This design comes from an exercise in tuning for small area, a short achievable clock period and few clock cycles per item on the open sky130 flow, not from production work.
No functional check of the RTL was part of any run shown here.
No activity file was given, so power comes from the tool's default toggle rates.

==> flow/flow/run.sh <==
#!/bin/bash
set -euo pipefail
bash standard.sh SETUP_SLACK_MARGIN=7.5 finish > standard_make.log 2>&1
==> flow/standard.sh <==
#!/bin/bash
# synth_recipe.tcl (not shown) runs the flow's synth.tcl, then flattens the netlist and writes it again
# the make line also repeats each setting of config.mk as NAME=value (left out here)
make -C /OpenROAD-flow-scripts/flow DESIGN_CONFIG=/design/flow/config.mk WORK_HOME=/design/flow/orfs CLKGATE_MAP_FILE= SYNTH_SCRIPT=/design/flow/synth_recipe.tcl "${@:-finish}"
==> flow/config.mk <==
export PLATFORM = sky130hd
export DESIGN_NAME = mtr_pulse
export DESIGN_NICKNAME = mtr_pulse
export VERILOG_FILES = /design/flow/design.v
export SDC_FILE = /design/flow/constraint.sdc
export NUM_CORES = 4
export LEC_CHECK = 0
export CAP_MARGIN = 20
export CORE_MARGIN = 2
export CORE_UTILIZATION = 40
export SLEW_MARGIN = 20
==> flow/constraint.sdc <==
create_clock -name core_clock -period 12.0 [get_ports {clk}]
set_input_delay 2.4000 -clock core_clock [delete_from_list [all_inputs] [get_ports {clk}]]
set_output_delay 2.4000 -clock core_clock [all_outputs]
set_load 0.01 [all_outputs]
==> flow/design.v <==
module mtr_pulse (
    input  wire        clk,
    input  wire        rst,
    input  wire        in_valid,
    output wire        in_ready,
    input  wire        in_op,         
    input  wire [47:0] in_de,         
    input  wire [39:0] in_ts,         
    input  wire [23:0] in_dt,         
    input  wire [31:0] in_const,      
    output wire        out_valid,
    input  wire        out_ready,
    output wire [39:0] out_start,     
    output wire        busy,
    output wire [63:0] resid,         
    output wire [31:0] count          
);
    localparam [39:0] PULSE_DELAY_US = 40'd25000;
    localparam [39:0] KH_RESET       = 40'd225000;    
    reg        s1_valid;
    reg        s1_op;
    reg [47:0] s1_de;
    reg [39:0] s1_ts;         
    reg [23:0] s1_dt;
    reg [60:0] a_q;           
    reg [39:0] kh_q;          
    reg [31:0] count_q;
    reg        rep_q;         
    reg        sl_valid;
    reg [47:0] sl_h;
    reg [47:0] sl_de;
    reg [23:0] sl_dt;
    reg [39:0] sl_ts;
    reg        dv_busy;
    reg        dv_fin;        
    reg [4:0]  dv_cnt;        
    reg [47:0] dv_f;
    reg [47:0] dv_de;
    reg [47:0] dv_r;
    reg [23:0] dv_x;          
    reg [39:0] dv_ts;
    reg        o_pend;        
    reg        o_rnd;
    reg        o_valid;
    reg [39:0] o_start;
    wire fin_out  = dv_busy && dv_fin && !o_valid && !o_pend;
    wire dv_take  = sl_valid && (!dv_busy || fin_out);
    wire sl_space = !sl_valid || dv_take;
    wire s1_leave = s1_valid && !rep_q && (s1_op || sl_space);
    wire s1_free  = !s1_valid || s1_leave;
    assign in_ready  = s1_free;
    assign busy      = s1_valid || rep_q || sl_valid || dv_busy || o_pend || o_valid;
    assign out_valid = o_valid;
    assign out_start = o_start;
    assign resid     = {3'd0, a_q};
    assign count     = count_q;
    wire acc_e    = s1_leave && !s1_op;
    wire acc_c    = s1_leave && s1_op;
    wire rep_step = rep_q && sl_space;
    wire [60:0] add_de = {13'd0, s1_de};
    wire [60:0] nk     = ~{1'b0, kh_q, 20'd0};
    wire [60:0] cs_s   = a_q ^ add_de ^ nk;
    wire [60:0] cs_c   = (a_q & add_de) | (a_q & nk) | (add_de & nk);
    wire [60:0] sum_s;
    wire [61:0] sum_t;
    wire        ss_co, st_co;
    bk_add #(61) u_ss (.a(a_q), .b(add_de), .ci(1'b0), .s(sum_s), .co(ss_co));
    bk_add #(62) u_st (.a({1'b0, cs_s}), .b({cs_c, 1'b0}), .ci(1'b1), .s(sum_t), .co(st_co));
    wire        ge     = sum_t[61];                            
    wire [41:0] amk_h;
    wire        amk_co;
    bk_add #(42) u_amk (.a({1'b0, a_q[60:20]}), .b(~{2'b0, kh_q}), .ci(1'b1), .s(amk_h), .co(amk_co));
    wire        ge_rep = !amk_h[41];
    wire [60:0] a_next = rep_q ? {amk_h[40:0], a_q[19:0]} : ge ? sum_t[60:0] : sum_s;
    wire        pulse  = rep_q ? (ge_rep && sl_space) : (ge && acc_e);
    wire        big    = (kh_q[39:28] == 12'd0) && (s1_de[47:20] >= kh_q[27:0]);
    wire [31:0] c1     = s1_ts[31:0];
    wire        c_zero = (c1 == 32'd0);                        
    wire [39:0] kc_a   = {c1, 8'd0};
    wire [39:0] kc_b   = ~{3'd0, c1, 5'd0};
    wire [39:0] kc_c   = {8'd0, c1};
    wire [39:0] kc_s   = kc_a ^ kc_b ^ kc_c;
    wire [39:0] kc_k   = (kc_a & kc_b) | (kc_a & kc_c) | (kc_b & kc_c);
    wire [39:0] kh_new;
    wire        kh_co;
    wire [39:0] kh_mul;
    bk_add #(40) u_kh (.a(kc_s), .b({kc_k[38:0], 1'b0}), .ci(1'b1), .s(kh_mul), .co(kh_co));
    assign kh_new = c_zero ? 40'd225 : kh_mul;
    wire        dv_b   = dv_x[23] && !dv_fin;    
    wire [50:0] r2     = {2'b0, dv_r, 1'b0};
    wire [50:0] bf     = dv_b ? {3'b0, dv_f} : 51'd0;
    wire [50:0] t0, t1, t2;
    wire        t0_co, t1_co, t2_co;
    bk_add #(51) u_t0 (.a(r2), .b(bf), .ci(1'b0), .s(t0), .co(t0_co));
    wire [50:0] nd1    = ~{3'b0, dv_de};
    wire [50:0] nd2    = ~{2'b0, dv_de, 1'b0};
    wire [50:0] c1s    = r2 ^ bf ^ nd1;
    wire [50:0] c1c    = (r2 & bf) | (r2 & nd1) | (bf & nd1);
    bk_add #(51) u_t1 (.a(c1s), .b({c1c[49:0], 1'b0}), .ci(1'b1), .s(t1), .co(t1_co));
    wire [50:0] c2s    = r2 ^ bf ^ nd2;
    wire [50:0] c2c    = (r2 & bf) | (r2 & nd2) | (bf & nd2);
    bk_add #(51) u_t2 (.a(c2s), .b({c2c[49:0], 1'b0}), .ci(1'b1), .s(t2), .co(t2_co));
    wire        ge2    = !t2[50];
    wire        ge1    = !t1[50];
    wire [47:0] r_next = ge2 ? t2[47:0] : ge1 ? t1[47:0] : t0[47:0];
    wire [22:0] x_inc  = dv_x[22:0] + 23'd1;                  
    wire [22:0] xh     = ge2 ? x_inc : dv_x[22:0];
    wire [23:0] x_next = {xh, ge1 & !ge2};
    reg  [4:0]  lz;
    integer     i;
    always @(*) begin
        lz = 5'd24;
        for (i = 0; i < 24; i = i + 1)
            if (sl_dt[i]) lz = 5'd23 - i[4:0];
    end
    wire [23:0] dt_norm = sl_dt << lz;
    wire        f_eq    = (sl_h == 48'd0);                    
    wire [47:0] f_take;
    wire        ft_co;
    bk_add #(48) u_ft (.a(sl_de), .b(~sl_h), .ci(1'b1), .s(f_take), .co(ft_co));
    wire [39:0] start0, start1;
    wire        st0_co, st1_co;
    bk_add #(40) u_st0 (.a(dv_ts), .b({16'd0, dv_x}), .ci(1'b0), .s(start0), .co(st0_co));
    bk_add #(40) u_st1 (.a(o_start), .b(PULSE_DELAY_US), .ci(o_rnd), .s(start1), .co(st1_co));
    wire [31:0] count_inc;
    wire        cnt_co;
    bk_add #(32) u_cnt (.a(count_q), .b(32'd0), .ci(1'b1), .s(count_inc), .co(cnt_co));
    always @(posedge clk) begin
        if (rst) begin
            s1_valid <= 1'b0;
            a_q      <= 61'd0;
            kh_q     <= KH_RESET;
            count_q  <= 32'd0;
            rep_q    <= 1'b0;
            sl_valid <= 1'b0;
            dv_busy  <= 1'b0;
            dv_fin   <= 1'b0;
            o_pend   <= 1'b0;
            o_valid  <= 1'b0;
        end else begin
            if (s1_free)
                s1_valid <= in_valid;
            if (acc_c)
                a_q <= 61'd0;
            else if (acc_e || (rep_step && ge_rep))
                a_q <= a_next;
            if (acc_c)
                kh_q <= kh_new;
            if (rep_q) begin
                if (!ge_rep) rep_q <= 1'b0;
            end else if (acc_e && ge && big)
                rep_q <= 1'b1;
            if (sl_space)
                sl_valid <= pulse;
            if (dv_take) begin
                dv_busy <= 1'b1;
                dv_fin  <= (lz >= 5'd23);
            end else if (dv_busy && !dv_fin) begin
                dv_fin  <= (dv_cnt == 5'd1);
            end else if (fin_out) begin
                dv_busy <= 1'b0;
            end
            o_pend <= fin_out;
            if (o_pend)
                o_valid <= 1'b1;
            else if (out_ready)
                o_valid <= 1'b0;
            if (o_valid && out_ready)
                count_q <= count_inc;
        end
    end
    always @(posedge clk) begin
        if (s1_free) begin
            s1_op <= in_op;
            s1_de <= in_de;
            s1_ts <= in_op ? {8'd0, in_const} : in_ts;
            s1_dt <= in_dt;
        end
        if (sl_space) begin
            sl_h <= a_next[47:0];
            if (!rep_q) begin
                sl_de <= s1_de;
                sl_dt <= s1_dt;
                sl_ts <= s1_ts;
            end
        end
        if (dv_take) begin
            dv_f   <= f_take;
            dv_de  <= sl_de;
            dv_r   <= (lz == 5'd24 || f_eq) ? 48'd0 : f_take;
            dv_x   <= {dt_norm[22:0], f_eq && (lz != 5'd24)};
            dv_cnt <= 5'd23 - lz;
            dv_ts  <= sl_ts;
        end else if (dv_busy && !dv_fin) begin
            dv_r   <= r_next;
            dv_x   <= x_next;
            dv_cnt <= dv_cnt - 5'd1;
        end
        if (fin_out) begin
            o_start <= start0;
            o_rnd   <= ge1;
        end else if (o_pend)
            o_start <= start1;
    end
endmodule
module bk_add #(parameter integer W = 32) (
    input  wire [W-1:0] a,
    input  wire [W-1:0] b,
    input  wire         ci,
    output wire [W-1:0] s,
    output wire         co
);
    function integer lg2;              
        input integer n;
        integer m;
        begin
            lg2 = 0;
            for (m = n - 1; m > 0; m = m >> 1) lg2 = lg2 + 1;
        end
    endfunction
    localparam integer L = lg2(W + 1);
    wire [W:0] g0 = {a & b, ci};
    wire [W:0] p0 = {a ^ b, 1'b0};
    wire [W:0] g [0:2*L];
    wire [W:0] p [0:2*L];
    assign g[0] = g0;
    assign p[0] = p0;
    genvar lv, k;
    generate
        for (lv = 0; lv < L; lv = lv + 1) begin : up
            for (k = 0; k <= W; k = k + 1) begin : n
                if (((k + 1) % (2 << lv)) == 0) begin : c
                    assign g[lv+1][k] = g[lv][k] | (p[lv][k] & g[lv][k - (1 << lv)]);
                    assign p[lv+1][k] = p[lv][k] & p[lv][k - (1 << lv)];
                end else begin : t
                    assign g[lv+1][k] = g[lv][k];
                    assign p[lv+1][k] = p[lv][k];
                end
            end
        end
        for (lv = L - 1; lv > 0; lv = lv - 1) begin : dn
            for (k = 0; k <= W; k = k + 1) begin : n
                if (((k + 1) % (1 << lv)) == ((1 << lv) >> 1) && k >= (1 << lv)) begin : c
                    assign g[2*L-lv][k] = g[2*L-lv-1][k] | (p[2*L-lv-1][k] & g[2*L-lv-1][k - ((1 << lv) >> 1)]);
                    assign p[2*L-lv][k] = p[2*L-lv-1][k] & p[2*L-lv-1][k - ((1 << lv) >> 1)];
                end else begin : t
                    assign g[2*L-lv][k] = g[2*L-lv-1][k];
                    assign p[2*L-lv][k] = p[2*L-lv-1][k];
                end
            end
        end
    endgenerate
    wire [W:0] cg = g[2*L-1];
    assign s  = p0[W:1] ^ cg[W-1:0];
    assign co = cg[W];
endmodule
==> results of run 1 <==
[flip-flops by register name, indices dropped and copies added, names as in the netlist, 48 cells and up]
name,count
a_q,61
dv_de,48
s1_de,48
sl_de,48
sl_h,48
dv_r,48
dv_f,48
[layer usage]
metal / up-vias / GRT usage (%) / wire length (um)
met2: 1365 / 38.6 / 76100
met3: 272 / 4.63 / 12600
li1: 18900 / - / -
met1: 20300 / 33.0 / 70500
met5: - / 0 / 27
met4: 4 / 8.84 / 6070
[cell type report]
class | instances | area (sq um)
multi-input cells | 3504 | 32600
clock inverters | 42 | 569
clock buffers | 107 | 2190
inverters | 774 | 2920
fillers | 11500 | 64300
repair buffers | 565 | 5810
diodes | 2 | 5.00
well taps | 1742 | 2180
flip-flops and latches | 667 | 18700
[cell usage in the layout, fill, tap and decap left out, types with 34 or more instances in the layout]
cell type,netlist,final
nand2_1,420,390
a21oi_1,310,239
mux2_2,40,36
nand4_1,60,60
nand3_1,62,57
nor2_1,204,175
clkdlybuf4s50_1,0,280
clkbuf_16,0,84
fa_1,346,322
xnor2_1,109,104
dfxtp_1,140,92
dfxtp_2,0,35
nor3_1,52,40
mux2i_1,70,68
o221ai_1,38,34
o22ai_1,49,46
o21ai_0,231,174
ha_1,516,460
edfxtp_1,527,527
inv_1,772,743
xor2_1,167,149
nor2b_1,37,34
ha_4,0,54
a21oi_2,3,60
buf_4,7,204
o21ai_1,32,62
a21o_1,190,189
nand2b_1,37,36
[timing repair]
action,CTS,global route
cloned,24,2
gates resized for setup,396,290
setup buffers,119,95
pin swaps,118,178
setup endpoints to repair,157,148
[kinds of logic after synthesis]
family	count (synthesis)	share of synthesized area, %
AOI/OAI and AO/OA	1230	15.6
and+or+nand+nor	1019	9.17
buffers and inverters	931	6.81
adders and majority gates	862	25.7
DFF	667	35.8
xor gates and xnor gates	276	4.64
muxes	113	2.34
other	1	0.00720
[cell usage after synthesis (all sizes together) (49+ instances only)]
| cell | instances | area [sq um] |
|---|---|---|
| inv | 772 | 2900 |
| edfxtp | 527 | 15800 |
| ha | 516 | 6460 |
| nand2 | 420 | 1580 |
| fa | 346 | 6930 |
| a21oi | 314 | 1590 |
| o21ai | 263 | 1320 |
| nor2 | 204 | 766 |
| a21o | 190 | 1430 |
| xor2 | 167 | 1460 |
| dfxtp | 140 | 2800 |
| clkbuf | 123 | 462 |
| xnor2 | 109 | 955 |
| mux2i | 70 | 701 |
| nand3 | 62 | 310 |
| nand4 | 60 | 375 |
| nor3 | 52 | 260 |
| o22ai | 49 | 307 |
[where the power goes]
part | internal [W] | switching (W)
registers | 0.00293 | 0.000254
logic | 0.00258 | 0.00353
clock network | 0.00152 | 0.00107
total | 0.00703 | 0.00486
[metrics by stage]
stage	instances	utilization, %	hold WS (ps)	worst slack, ps	total power [W]
2_1_floorplan	5101	-	400	5970	0.00656
3_3_place_gp	7012	44.0	401	5970	0.00805
3_5_place_dp	7012	44.0	405	5890	0.00813
4_1_cts	7304	48.7	415	7170	0.0114
5_1_grt	7401	50.3	419	6960	0.0126
6_report	7403	50.3	415	7120	0.0119
[worst max-delay path: stages, from the launching register on]
cell and delay, ps:
edfxtp_1 380, nor2b_4 150, buf_12 120, buf_12 140
buf_6 140, and2_2 230, fa_2 400, ha_4 290
nand4_1 160, or3_4 410, or4_4 550, a211oi_4 170
buf_6 170, o21ai_1 90, nand2_1 110, a21o_1 130
a21o_1 140, fa_2 450, mux2i_1 140, a21oi_1 80
a21o_1 150
[path summary, 6_finish.rpt]
check	end	depth (start not counted)
min reg2reg	dv_ts[2]$_DFFE_PP_	0
min	dv_ts[2]$_DFFE_PP_	0
max	dv_r[45]$_DFFE_PP_	20
max reg2reg	dv_r[45]$_DFFE_PP_	20
==> metrics.md, run 1 <==
| Metric | Value |
|---|---|
| Total gr overflow | `0` |
| Register area share after synthesis | `35.8%` |
| Max-cap violations | `0` |
| Final estimated routing congestion in global placement | `0.925` |
| Placeable Area | `0.129 sq mm` |
| Die Ht | `365 um` |
| Placed cell area | `0.0569 sq mm` |
| Final Max Slew Viols | `0` |
| Period utilization | `40.6%` |
| Hold_buf cts | `0` |
| Synth Flop Type | `edfxtp_1` |
| CTS sink count | `667` |
| Skew final | `39.1 ps` |
| Total CTS buffers | `82` |
| VDD IR max | `0.169 mV` |
| Leak pwr | `28.5 nW` |
| Final Instance Area | `0.0650 sq mm` |
| Starting Density | `40.3%` |
| Syn-to-layout area delta | `24.8%` |
| Worst slew margin | `24.5%` |
| Setup CP Type | `flop to flop` |
| Hold Vio Cnt, Final | `0` |
| Largest net degree at the start of global routing | `96` |
| Routed vias/inst | `5.52` |
| Post-synth ARST share | `0%` |
| DR WL/cell | `22.3 um` |
| DR vias | `40,800` |
| R2r setup slk | `7120 ps` |
| Layout cells sized above 1 | `16.6%` |
| Min Clock Period, post-route | `4880 ps` |
| Status | `no timing/DRC/antenna violations` |
| Die area | `0.133 sq mm` |
| Max Freq | `0.205 GHz` |
| DR DRC count | `0` |
| YS warnings | `8` |
| Crit path from | `dv_x[23]$_DFFE_PP_` |
| Worst-path fanout max | `5` |
| Drt pass-1 iters | `5` |
| Worst-Margin Slew | `1130 ps` |
| Global-route wire length before repair | `245,000 um` |
| Syn Area/Cell | `10.2 sq um` |
| Clock Tree Buf Depth | `3` |
| HPWL Detailed | `116,000 um` |
| Global Route Usage Sum | `24.3%` |
| Clk slew on worst S/H paths | `60 ps` |
| Number of synthesized register bits | `667` |
| Synth cell types | `89` |
| Worst endpoint data arrival time | `5320 ps` |
| CTS H-tree depth | `3` |
| RSZ-0062 raised after global routing | `true` |
| Startpoint types | `flop` |
| Hold WC Path Type | `flop to flop` |
| Initial antenna violation count | `6` |
| Cell area power density | `183 mW/mm^2` |
| Worst hold start | `sl_ts[2]$_DFFE_PP_` |
| CTS tree | `yes` |
| Crit end category | `flop` |
| Reg-to-Reg Start | `dv_x[23]$_DFFE_PP_` |
| Post-route ant nets | `0` |
| Width of the die | `365 um` |
| Drt first-iter violations | `3,538` |
| # nets final | `6,605` |
| Endpoints failing setup | `0` |
| Clock latency (worst-skew pair) | `700 ps` |
| CP required | `12,450 ps` |
| Vias in the first global route | `40,100` |
| Post-synth EDFFs | `527` |
| Number of port buffers | `284` |
| Synth Cell Area | `0.0521 sq mm` |
| Gate Count Post-Synth | `5,099` |
| I/O pin count | `288` |
| Row cnt | `132` |
| Final wirelength | `165,000 um` |
| CTS Root Cell | `clkbuf_16` |
| Setup TNS Final | `0 ps` |
==> run 2, diff against run 1 <==
==> flow/flow/run.sh (replaced) <==
#!/bin/bash
set -euo pipefail
bash standard.sh SETUP_SLACK_MARGIN=7.0 finish > standard_make.log 2>&1
==> run 2 against run 1 <==
Compared with the run above:
- still clean
- power is 7.4% lower
- clock power about the same
- maximum frequency shrank 2.0%
- worst hold slack got worse by 16 ps
- clock-buffer cell count is 4 lower
- final cell count shrank 2.1%
- routed wire length down 6.0%
- first-iteration DRC count is 7.2% lower
- sequential share of layout area up 1.6 points
- clock skew is 5.1 ps higher
- largest cell class unchanged
==> metrics.md, run 2 <==
| Metric | Value |
|---|---|
| I/O pin count | `288` |
| Worst slew margin | `29.9%` |
| VDD IR max | `0.133 mV` |
| Worst-Margin Slew | `1050 ps` |
| Number of synthesized register bits | `667` |
| Commonest cells in the synthesized netlist | `772 x inv_1, 527 x edfxtp_1, 516 x ha_1` |
| Setup WS pre-CTS | `6020 ps` |
| Setup slack after layout | `7030 ps` |
| Vias in the first global route | `39,100` |
| Row cnt | `132` |
| Fin Hold WS | `399 ps` |
| Die Ht | `365 um` |
| Synth area leaders | `edfxtp_1 30%, fa_1 13%, ha_1 12%` |
| CTS tree | `yes` |
| Worst-path cell chain | `nor2b_4 > buf_12 > clkbuf_16 > and2_4 > fa_1 > ha_1 > nand4_1 > buf_4 > buf_4 > buf_4 > buf_4 > buf_4 > inv_1 > a211oi_2 > o22ai_2 > and2_4 > o211ai_4 > a21oi_2 > nor4_4 > buf_6 > buf_12 > mux2i_4 > mux2i_1 > a22o_1` |
| Status | `no timing/DRC/antenna violations` |
| CTS sink count | `667` |
| Clock Tree Buf Depth | `3` |
| Die area | `0.133 sq mm` |
| Post-synthesis adder-cell area fraction | `25.7%` |
| Util after Layout | `47.4%` |
| Total gr overflow | `0` |
| # nets final | `6,443` |
| Most frequent cells in the layout | `769 x inv_1, 527 x edfxtp_1, 503 x ha_1` |
| DR vias | `39,400` |
| Total CTS buffers | `83` |
| Gate Count Post-Synth | `5,099` |
| Sequential cell area | `0.0187 sq mm` |
| Worst path buffer plus inverter count | `10` |
| Worst-path fanout max | `8` |
| YS warnings | `8` |
| Placeable Area | `0.129 sq mm` |
| Cell area power density | `180 mW/mm^2` |
| Commonest non-fill, non-tap cell in the layout | `inv_1` |
| Xor-xnor portion of the synthesized cell area | `4.64%` |
| Drt pass-1 iters | `6` |
| Antenna fix cells | `0` |
| Global Route Usage Sum | `23.0%` |
| Drt first-iter violations | `3,285` |
| Synth Cell Area | `0.0521 sq mm` |
| Fillers | `11,900` |
| Final estimated routing congestion in global placement | `0.897` |
| Syn-to-layout area delta | `17.8%` |
| CTS H-tree depth | `3` |
| Width of the die | `365 um` |
| Global-route wire length before repair | `234,000 um` |
| Largest net degree at the start of global routing | `83` |
| Skew final | `44.2 ps` |
| Worst endpoint data arrival time | `5410 ps` |
| DR WL/cell | `21.4 um` |
| Crit end category | `flop` |
| RSZ-0062 raised after global routing | `true` |
| Setup TNS Final | `0 ps` |
| Compound-Gate Fraction of Synth Area | `15.6%` |
| Min Clock Period, post-route | `4970 ps` |
| Area leader, netlist | `edfxtp_1` |
| Synth cell types | `89` |
| Post-synth ARST share | `0%` |
| CP required | `12,430 ps` |
| Final Max Slew Viols | `0` |
| Clk slew on worst S/H paths | `60 ps` |
| Max FFs per register | `61` |
| Layout cells sized above 1 | `8.54%` |
| Most common cell in the synthesized netlist | `inv_1` |
| Synth Flop Type | `edfxtp_1` |
| Multiplexer area fraction after synthesis | `2.34%` |
| Max Freq | `0.201 GHz` |
| Routed vias/inst | `5.44` |
| CTS Root Cell | `clkbuf_16` |
| Largest family of logic cells by synthesized area | `adder cells` |
| Clock latency (worst-skew pair) | `710 ps` |
| Post-route ant nets | `0` |
| Critical Path Most Common Cell | `buf_4` |
| Period utilization | `41.4%` |
| Top Family by Delay on Critical Path | `buffers and inverters` |
| Placed cell area | `0.0569 sq mm` |
| Syn Area/Cell | `10.2 sq um` |
| Area of the multi-input gates | `0.0308 sq mm` |
| Starting Density | `40.3%` |
| Number of port buffers | `284` |
| Simple-Gate Fraction of Synth Area | `9.17%` |
| Register area share after synthesis | `35.8%` |
| HPWL Detailed | `116,000 um` |
| Hold WC Path Type | `flop to flop` |
| Max-cap violations | `0` |
| Hold Vio Cnt, Final | `0` |
| Final wirelength | `155,000 um` |
| Setup CP Type | `flop to flop` |
| Final Instance Area | `0.0613 sq mm` |
| Top reg by flops | `a_q` |
| Initial antenna violation count | `4` |
| Startpoint types | `flop` |
| Hold_buf cts | `0` |
| DR DRC count | `0` |
| Worst path slowest cell | `fa_1` |
| Area share of the largest cell type after synthesis | `30.4%` |
| Post-synth EDFFs | `527` |
| Endpoints failing setup | `0` |
| Leak pwr | `27.2 nW` |
| Max incr delay on CP | `550 ps` |
-- run 2: cell count changes in the layout (fill, tap and decap cells not counted), moves of 29 or more --
cell     before  now
buf_4       204   99
ha_1        460  503
a21oi_1     239  298
o21ai_0     174  212
ha_4         54   12
buf_6        32    3
a21oi_2      60   13
-- run 2: path summary, 6_finish.rpt --
path,start,to,slack (ps),depth (start not counted)
setup / recovery,dv_x[23]$_DFFE_PP_,dv_r[19]$_DFFE_PP_,7030,24
hold / removal,sl_ts[1]$_DFFE_PP_,dv_ts[1]$_DFFE_PP_,400,0
setup reg to reg,dv_x[23]$_DFFE_PP_,dv_r[19]$_DFFE_PP_,7030,24
hold reg to reg,sl_ts[1]$_DFFE_PP_,dv_ts[1]$_DFFE_PP_,400,0
-- run 2: timing repair --
| item | 4_1_cts | 5_1_grt |
|---|---|---|
| setup endpoints to repair | 96 | 88 |
| pin swaps | 24 | 58 |
| gates cloned | 6 | 3 |
| hold endpoints to repair | 0 | 0 |
| setup buffers | 18 | 51 |
| resized for setup | 91 | 107 |
-- run 2: final cells by class --
type / count / share of cell area, %
Clock buffer: 103 / 3.59
Sequential cell: 667 / 30.4
Inverter: 774 / 4.75
Timing Repair Buffer: 403 / 6.56
Tap cell: 1742 / 3.55
Clock inverter: 52 / 0.971
Multi-Input combinational cell: 3503 / 50.2
-- run 2: report_power, final --
| group | internal [W] | switching, W |
|---|---|---|
| clock | 0.00151 | 0.00109 |
| combinational | 0.00209 | 0.00311 |
| sequential | 0.00293 | 0.000278 |
| total | 0.00653 | 0.00448 |
-- run 2: per-stage QoR --
| step | power, W | cells |
|---|---|---|
| after detailed placement | 0.00812 | 7011 |
| after CTS | 0.0109 | 7190 |
| final | 0.0110 | 7244 |
| after global placement | 0.00804 | 7011 |
| after floorplan | 0.00656 | 5101 |
| after global routing | 0.0117 | 7244 |
-- run 2: logic make-up (layout without fill, tap and decap cells) --
logic type	Yosys count	count (layout)
adders and majority gates	862	862
other	1	3
muxes	113	113
and+or+nand+nor	1019	1019
buffers and inverters	931	1332
DFF	667	667
xor gates and xnor gates	276	276
AOI/OAI and AO/OA	1230	1230
-- run 2: layer usage --
metal	track usage, %	wire length (um)	vias up
met2	36.7	71700	1191
met3	4.29	10900	218
met1	31.7	68800	19500
li1	-	-	18600
met5	0	0	-
met4	6.76	3930	0
==> run 3, diff against run 2 <==
--- a/flow/design.v
+++ b/flow/design.v
@@ -34,7 +34,9 @@
     reg        dv_busy;
     reg        dv_fin;        
     reg [4:0]  dv_cnt;        
-    reg [47:0] dv_f;
+    reg [47:0] dv_f;          
+    reg [47:0] dv_h;          
+    reg [48:0] dv_hd;         
     reg [47:0] dv_de;
     reg [47:0] dv_r;
     reg [23:0] dv_x;          
@@ -92,14 +94,10 @@
     wire [50:0] t0, t1, t2;
     wire        t0_co, t1_co, t2_co;
     bk_add #(51) u_t0 (.a(r2), .b(bf), .ci(1'b0), .s(t0), .co(t0_co));
-    wire [50:0] nd1    = ~{3'b0, dv_de};
-    wire [50:0] nd2    = ~{2'b0, dv_de, 1'b0};
-    wire [50:0] c1s    = r2 ^ bf ^ nd1;
-    wire [50:0] c1c    = (r2 & bf) | (r2 & nd1) | (bf & nd1);
-    bk_add #(51) u_t1 (.a(c1s), .b({c1c[49:0], 1'b0}), .ci(1'b1), .s(t1), .co(t1_co));
-    wire [50:0] c2s    = r2 ^ bf ^ nd2;
-    wire [50:0] c2c    = (r2 & bf) | (r2 & nd2) | (bf & nd2);
-    bk_add #(51) u_t2 (.a(c2s), .b({c2c[49:0], 1'b0}), .ci(1'b1), .s(t2), .co(t2_co));
+    wire [50:0] nd1    = ~(dv_b ? {3'b0, dv_h}  : {3'b0, dv_de});
+    wire [50:0] nd2    = ~(dv_b ? {2'b0, dv_hd} : {2'b0, dv_de, 1'b0});
+    bk_add #(51) u_t1 (.a(r2), .b(nd1), .ci(1'b1), .s(t1), .co(t1_co));
+    bk_add #(51) u_t2 (.a(r2), .b(nd2), .ci(1'b1), .s(t2), .co(t2_co));
     wire        ge2    = !t2[50];
     wire        ge1    = !t1[50];
     wire [47:0] r_next = ge2 ? t2[47:0] : ge1 ? t1[47:0] : t0[47:0];
@@ -118,6 +116,9 @@
     wire [47:0] f_take;
     wire        ft_co;
     bk_add #(48) u_ft (.a(sl_de), .b(~sl_h), .ci(1'b1), .s(f_take), .co(ft_co));
+    wire [47:0] hd_take;
+    wire        hd_co;
+    bk_add #(48) u_hd (.a(sl_de), .b(sl_h), .ci(1'b0), .s(hd_take), .co(hd_co));
     wire [39:0] start0, start1;
     wire        st0_co, st1_co;
     bk_add #(40) u_st0 (.a(dv_ts), .b({16'd0, dv_x}), .ci(1'b0), .s(start0), .co(st0_co));
@@ -186,6 +187,8 @@
         end
         if (dv_take) begin
             dv_f   <= f_take;
+            dv_h   <= sl_h;
+            dv_hd  <= {hd_co, hd_take};
             dv_de  <= sl_de;
             dv_r   <= (lz == 5'd24 || f_eq) ? 48'd0 : f_take;
             dv_x   <= {dt_norm[22:0], f_eq && (lz != 5'd24)};
==> flow/flow/run.sh (replaced) <==
#!/bin/bash
set -euo pipefail
bash standard.sh SETUP_SLACK_MARGIN=7.5 CORE_UTILIZATION=60 finish > standard_make.log 2>&1
==> run 3 against run 2 <==
Compared with the run above:
- still clean
- global-route usage grew 11 points
- synthesized area is 3.9% higher
- register-to-register slack better by 130 ps
- clock-buffer cell count is 17 higher
- power up 4.8%
- clock power is 9.2% higher
- die area down 30%
- routed wire length increased by 2.4%
- first-iteration DRC count rose by 28%
- final cell count is 5.9% lower
- critical path depth shrank 2
- non-clock buffer count is 93 higher
- critical path type unchanged
==> metrics.md, run 3 <==
| Metric | Value |
|---|---|
| Status | `no timing/DRC/antenna violations` |
| Syn-to-layout area delta | `19.6%` |
| Largest net degree at the start of global routing | `99` |
| Die area | `0.0927 sq mm` |
| Worst-path fanout max | `6` |
| Drt first-iter violations | `4,201` |
| Row cnt | `110` |
| Worst Hold Depth | `0` |
| Worst-Margin Slew | `1080 ps` |
| Drt pass-1 iters | `5` |
| Setup CP Type | `flop to flop` |
| Fin Hold WS | `406 ps` |
| VDD IR max | `0.135 mV` |
| Final Max Slew Viols | `0` |
| Most frequent cells in the layout | `623 x edfxtp_1, 577 x inv_1, 544 x ha_1` |
| Leak pwr | `27.7 nW` |
| Post-route ant nets | `0` |
| Reg-to-Reg Start | `dv_x[23]$_DFFE_PP_` |
| Setup TNS Final | `0 ps` |
| Max Freq | `0.207 GHz` |
| CTS Root Cell | `clkbuf_16` |
| Hold Vio Cnt, Final | `0` |
| Final estimated routing congestion in global placement | `0.934` |
| WL met1 | `68,200 um` |
| Global-route wire length before repair | `239,000 um` |
| WL met2 | `71,900 um` |
| Startpoint types | `flop` |
| Post-synth EDFFs | `623` |
| Clk slew on worst S/H paths | `60 ps` |
| DR WL/cell | `23.3 um` |
| Placeable Area | `0.0897 sq mm` |
| Area share of the largest cell type after synthesis | `34.6%` |
| Clock latency (worst-skew pair) | `680 ps` |
| CTS tree | `yes` |
| Total gr overflow | `0` |
| Number of port buffers | `284` |
| R2r setup slk | `7160 ps` |
| Synth Flop Type | `edfxtp_1` |
| End of the worst hold path | `dv_ts[13]$_DFFE_PP_` |
| Synth area leaders | `edfxtp_1 35%, ha_1 13%, fa_1 10%` |
| Post-synth ARST share | `0%` |
| Worst r2r path cells | `22` |
| Total Power | `0.0115 W` |
| Hold_buf cts | `0` |
| Metal3 WL | `13,400 um` |
| Synth cell types | `95` |
| DR vias | `40,900` |
| Min Clock Period, post-route | `4840 ps` |
| Skew final | `30.5 ps` |
| Total CTS buffers | `88` |
| Clock Tree Buf Depth | `3` |
| Syn Area/Cell | `10.6 sq um` |
| Global Route Usage Sum | `33.7%` |
| FF-to-FF End | `dv_r[46]$_DFFE_PP_` |
| Max FFs per register | `61` |
| Width of the die | `304 um` |
| Endpoints failing setup | `0` |
| # nets final | `6,547` |
| Commonest cells in the synthesized netlist | `623 x edfxtp_1, 593 x inv_1, 560 x ha_1` |
| Period utilization | `40.3%` |
| Starting Density | `60.3%` |
| Worst slew margin | `27.0%` |
| Crit end category | `flop` |
| HPWL Detailed | `112,000 um` |
| Hold WC Path Type | `flop to flop` |
| Register area share after synthesis | `39.7%` |
| Worst hold start | `sl_ts[13]$_DFFE_PP_` |
| Number of synthesized register bits | `763` |
| Most common cell in the synthesized netlist | `edfxtp_1` |
| Layout cells sized above 1 | `11.9%` |
| Commonest non-fill, non-tap cell in the layout | `edfxtp_1` |
| CTS H-tree depth | `3` |
| CP required | `12,400 ps` |
| Sequential cell area | `0.0216 sq mm` |
| Vias in the first global route | `40,300` |
| Gate Count Post-Synth | `5,128` |
| Max-cap violations | `0` |
| Fillers | `6,598` |
| Area of the multi-input gates | `0.0312 sq mm` |
| RSZ-0062 raised after global routing | `true` |
| Worst endpoint data arrival time | `5240 ps` |
| Top reg by flops | `a_q` |
| I/O pin count | `288` |
| Initial antenna violation count | `7` |
| Die Ht | `304 um` |
| Final wirelength | `159,000 um` |
| Cell area power density | `178 mW/mm^2` |
| Routed vias/inst | `6.01` |
| CTS sink count | `763` |
| Synth Cell Area | `0.0541 sq mm` |
| Top Layer Used | `met5` |
| YS warnings | `8` |
| DR DRC count | `0` |
| Area leader, netlist | `edfxtp_1` |
==> run 3: cell count changes after synthesis, moves of 44 or more <==
| cell | previous run | this run |
|---|---|---|
| fa_1 | 346 | 277 |
| inv_1 | 772 | 593 |
| ha_1 | 516 | 560 |
| nor2b_1 | 37 | 101 |
| mux2i_1 | 70 | 116 |
| and2_1 | 31 | 78 |
| nor2_1 | 204 | 283 |
| o21ai_0 | 231 | 185 |
| edfxtp_1 | 527 | 623 |
| a21oi_1 | 310 | 397 |
==> run 3: worst max path at each step <==
stage                          from                 end  depth (start not counted)
2_1_floorplan  dv_busy$_SDFFE_PP0P_            in_ready                          7
3_3_place_gp     dv_x[23]$_DFFE_PP_  dv_r[46]$_DFFE_PP_                         20
3_5_place_dp     dv_x[23]$_DFFE_PP_  dv_r[46]$_DFFE_PP_                         20
4_1_cts          dv_x[23]$_DFFE_PP_  dv_r[43]$_DFFE_PP_                         23
5_1_grt          dv_x[23]$_DFFE_PP_  dv_r[46]$_DFFE_PP_                         22
6_report         dv_x[23]$_DFFE_PP_  dv_r[46]$_DFFE_PP_                         22
==> run 3: what timing repair did <==
item | 4_1_cts | 5_1_grt
buffers inserted | 90 | 55
pin swaps | 69 | 89
resized for setup | 196 | 209
cloned | 17 | 10
endpoints found under the setup margin | 198 | 172
==> run 3: power breakdown <==
part | switching (W) | total, W | internal (W)
Clock | 0.00115 | 0.00285 | 0.00171
Sequential | 0.000383 | 0.00374 | 0.00336
Combinational | 0.00278 | 0.00495 | 0.00217
==> run 3: logic make-up after synthesis <==
logic type	share of synthesized area, %
AND/OR/NAND/NOR	10.7
adder cells (fa/ha/maj)	23.2
other	0.00693
XOR/XNOR	4.71
multiplexers	2.89
AO/OA/AOI/OAI	13.4
flip-flops	39.7
buffers and inverters	5.43
==> run 3: final cells by class <==
type / count / share of cell area [%]
Clock inverter: 44 / 0.806
Multi-Input combinational cell: 3618 / 48.2
Inverter: 594 / 3.47
Tap cell: 1176 / 2.27
Antenna cell: 2 / 0.00773
Timing Repair Buffer: 496 / 8.11
Clock buffer: 120 / 3.88
Sequential cell: 763 / 33.3
==> run 3: critical path, stage by stage, from the launching register on <==
cell	delay, ps
edfxtp_1	480
nor2b_4	320
buf_6	150
buf_16	120
nor2b_4	40
a21oi_2	130
ha_1	260
and4_1	210
and3_1	190
a221o_1	420
o2111ai_4	340
o211ai_1	260
a31oi_4	220
buf_12	140
nor3_4	50
a21boi_2	220
o21bai_1	130
a21oi_2	160
fa_2	210
xor2_1	150
nor2_1	60
a21oi_1	130
o221ai_1	160
==> run 3: metrics by stage <==
| step | instance area (sq um) | instances | worst slack (ps) | util, % |
|---|---|---|---|---|
| 2_1_floorplan | 54200 | 5130 | 5840 | - |
| 3_3_place_gp | 58200 | 6475 | 5310 | 64.9 |
| 3_5_place_dp | 58200 | 6475 | 5190 | 64.9 |
| 4_1_cts | 63200 | 6746 | 7190 | 70.5 |
| 5_1_grt | 64700 | 6812 | 6950 | 72.1 |
| 6_report | 64700 | 6813 | 7160 | 72.1 |
==> run 3: routing by layer <==
metal / GRT usage [%] / vias to the layer above
li1: - / 18900
met1: 48.1 / 20100
met2: 52.1 / 1532
met3: 6.43 / 311
met4: 10.7 / 2
met5: 0 / -

[re-timing with driven ports]
In the flow no input, the clock included, has a driving cell. The finished layouts below were timed again as built, in two steps. Step 1, drivers: a clkbuf_16 drives clk and a buf_2 each remaining input, both assumed. Step 2 adds t to the input delays and takes it off the output delays; t is the mean of the earliest and latest rising clock arrival at the registers after step 1. Input paths then give back, and output paths get back, about the clock's delay inside the block. Three values: no drivers, after step 1, after step 2; two values: the first two.
run	t, ns	slack for setup (ns)	hold WS [ns]	clock arrival spread, ns
run 1	0.756	7.123 / 7.123 / 7.044	0.415 / 0.415 / 0.415	0.041 / 0.041
run 2	0.766	7.026 / 7.018 / 7.026	0.399 / 0.399 / 0.399	0.044 / 0.045
run 3	0.740	7.160 / 7.160 / 7.160	0.406 / 0.406 / 0.406	0.032 / 0.031
After both steps setup and hold are still met in every run listed. For run 1, which loses most, drivers alone change the setup slack by 0.000 ns; drivers and shift together by -0.079 ns.
